Source: an optimization exercise on an open RTL-to-GDS flow (aim: small area, a short achievable clock period and few clock cycles per item). Production flows keep margins and buffers that such runs may drop.

the reference run:
Design stream_filter, start of the top module:
module stream_filter (
    input  wire        clk,
    input  wire        rst,          
    input  wire        cfg_we,
    input  wire [31:0] cfg_wdata,
    output wire [31:0] cfg_rdata,
    output reg         cfg_err,
    input  wire        in_valid,
    input  wire [31:0] in_data,
    output wire        in_ready,
    output reg         out_valid,
    output reg  [31:0] out_val,
    output reg         out_emit
);
    localparam [2:0] F_NONE = 3'd0,
                     F_AVG  = 3'd1,
                     F_MED3 = 3'd2,
                     F_IIR  = 3'd3;
    localparam NST = 5;
    function integer nsteps(input integer s);
        nsteps = (s == NST) ? 4 : 7;
    endfunction
    function [37:0] add38(input [37:0] a, input [37:0] b, input ci);
        reg c;
        integer i;
        begin
            c = ci;
            for (i = 0; i < 38; i = i + 1) begin
                add38[i] = a[i] ^ b[i] ^ c;
                c = (a[i] & b[i]) | (a[i] & c) | (b[i] & c);
            end
        end
    endfunction
    function ge32(input [31:0] a, input [31:0] b);
        reg [31:0] p, q;
        reg c;
        integer i;
        begin
            p = a ^ 32'h8000_0000;
            q = ~(b ^ 32'h8000_0000);
  ...
clock: 120.0 ns
lec_check: 0
cap_margin: 20
core_margin: 2
core_utilization: 60
cts_buf_list: sky130_fd_sc_hd__clkbuf_8
cts_cluster_diameter: 50
cts_cluster_size: 16
place_density: 0.75
slew_margin: 20
run.sh (not shown) runs the stock make flow with config.mk's settings and CLKGATE_MAP_FILE= SYNTH_SCRIPT=/design/flow/synth_recipe.tcl, a recipe that flattens the netlist after the stock synthesis.
The reference run: PASS, flow complete, no timing, DRC or antenna violations
## Diff of input files: the trial run against the reference run
--- a/flow/design.v
+++ b/flow/design.v
@@ -75,26 +75,18 @@
                 decim  <= w_decim;
                 bat_en <= cfg_wdata[24];
                 policy <= cfg_wdata[25];
             end
         end
     end
-    reg       f_avg, f_med, f_iir;
-    reg [5:0] ring_m;                
-    reg [6:0] cap;                   
-    reg [3:0] kk;                    
-    reg [7:0] dm1;                   
-    always @(posedge clk) begin
-        f_avg  <= (filter == F_AVG);
-        f_med  <= (filter == F_MED3);
-        f_iir  <= (filter == F_IIR);
-        ring_m <= (filter == F_AVG) ? param[5:0] - 6'd1 : (filter == F_MED3) ? 6'd3 : 6'd0;
-        cap    <= (filter == F_AVG) ? param : 7'd3;
-        kk     <= param[3:0];
-        dm1    <= decim - 8'd1;
-    end
+    wire       f_avg  = (filter == F_AVG);
+    wire       f_med  = (filter == F_MED3);
+    wire       f_iir  = (filter == F_IIR);
+    wire [5:0] ring_m = f_avg ? param[5:0] - 6'd1 : f_med ? 6'd3 : 6'd0;    
+    wire [6:0] cap    = f_avg ? param : 7'd3;    
+    wire [3:0] kk     = param[3:0];              
     reg  [5:0] rot;                  
     reg        nrdy;                 
     reg        rdy_o;                
     assign in_ready = rdy_o;
     wire take = in_valid && !nrdy;   
     reg  [31:0] r0;
@@ -170,13 +162,13 @@
     wire        ab = ge32(x, b);
     wire        ac = ge32(x, c);
     wire        lt2 = (ncnt[6:2] == 5'd0) && !(ncnt[1] && ncnt[0]);    
     wire [31:0] med = (!f_med || lt2 || ab != ac) ? x : (bc == ab) ? b : c;
     wire [37:0] num = f_avg ? sum : f_iir ? ~{{6{iir[31]}}, iir[31:0]} : {{6{med[31]}}, med};
     wire [6:0]  den = f_avg ? ncnt : 7'd1;
-    wire emit_now = (dcnt == dm1);
+    wire emit_now = (dcnt + 8'd1 == decim);
     always @(posedge clk) begin
         if (clr) begin
             ncnt <= 7'd1;
             acc  <= 38'd0;
             dcnt <= 8'd0;
         end else if (v1) begin
@@ -190,23 +182,24 @@
     end
     function [37:0] steps;           
         input [5:0]  rem;
         input [31:0] w;              
         input [6:0]  nb;             
         input integer k;
-        reg   [6:0]  t, d;
+        reg   [6:0]  t, d, gn, pr;
         reg   [7:0]  cy;
         integer j, i;
         begin
             for (j = 0; j < k; j = j + 1) begin
                 t     = {rem, w[31]};
+                gn    = t & nb;
+                pr    = t ^ nb;
                 cy[0] = 1'b1;
-                for (i = 0; i < 7; i = i + 1) begin
-                    d[i]    = t[i] ^ nb[i] ^ cy[i];
-                    cy[i+1] = (t[i] & nb[i]) | (t[i] & cy[i]) | (nb[i] & cy[i]);
-                end
+                for (i = 0; i < 7; i = i + 1)
+                    cy[i+1] = gn[i] | (pr[i] & cy[i]);
+                d = pr ^ cy[6:0];
                 w   = {w[30:0], cy[7]};
                 rem = cy[7] ? d[5:0] : t[5:0];
             end
             steps = {rem, w};
         end
     endfunction
Notes after the runs:
The reference run completed end to end with timing, DRC and antenna clean.
The trial run has completed all stages; timing, DRC and antenna checks passed.
Number of buffers added on ports came out exactly the same in the reference run and the trial run.
Between the reference run and the trial run, the number of levels the H-tree was split into figures differ only marginally.
Startpoint of the worst setup timing path = cfg_wdata[9]: the trial run; startpoint of the worst setup timing path = param[2]: the reference run
Sort the reference run and the trial run by share of the clock period used by the worst path, descending, and the trial run comes first.
From the reference run to the trial run the numbers moved as follows: peak per-stage delay on the critical path dropped 0.07 ns, global-route usage climbed 0.34 points.
The reference run -> the trial run: post-layout instance count excluding filler cells flat
Relative to the reference run, CTS sink count decreased by 28 in the trial run.
Fmax: the trial run lower than the reference run
Compared with the reference run, in the trial run net count reported at finish now sits higher, wire length now sits at about the same level, logic depth of the worst path, buffers included now sits higher, adder-cell share of the synthesized area now sits higher, global-route wire length before repair now sits lower.
Function was not checked in any run of this note: the RTL went through the layout flow alone.

-- what the ideal ports hide --
How much do the figures lean on ideal ports? The routed layouts below were timed once more, with nothing changed but the port constraints. Step 1 sets driving cells, clkbuf_16 on the clock port and buf_2 on the other inputs (assumed; they add their load-dependent delay and slew). Step 2 also shifts input and output timing later by t, the mid clock arrival at the registers, as if the neighbouring blocks saw the same clock. Slacks: no drivers / after step 1 / after step 2; pairs: no drivers / after step 1.
run | t, ns | setup WS [ns] | worst setup path after step 2
the reference run | 0.948 | 94.012 / 93.940 / 93.183 | input to register
the trial run | 0.944 | 93.492 / 93.485 / 92.580 | input to register
After both steps every run listed still meets setup and hold. For the trial run, which loses most, drivers alone change the setup slack by -0.007 ns; drivers and shift together by -0.912 ns.
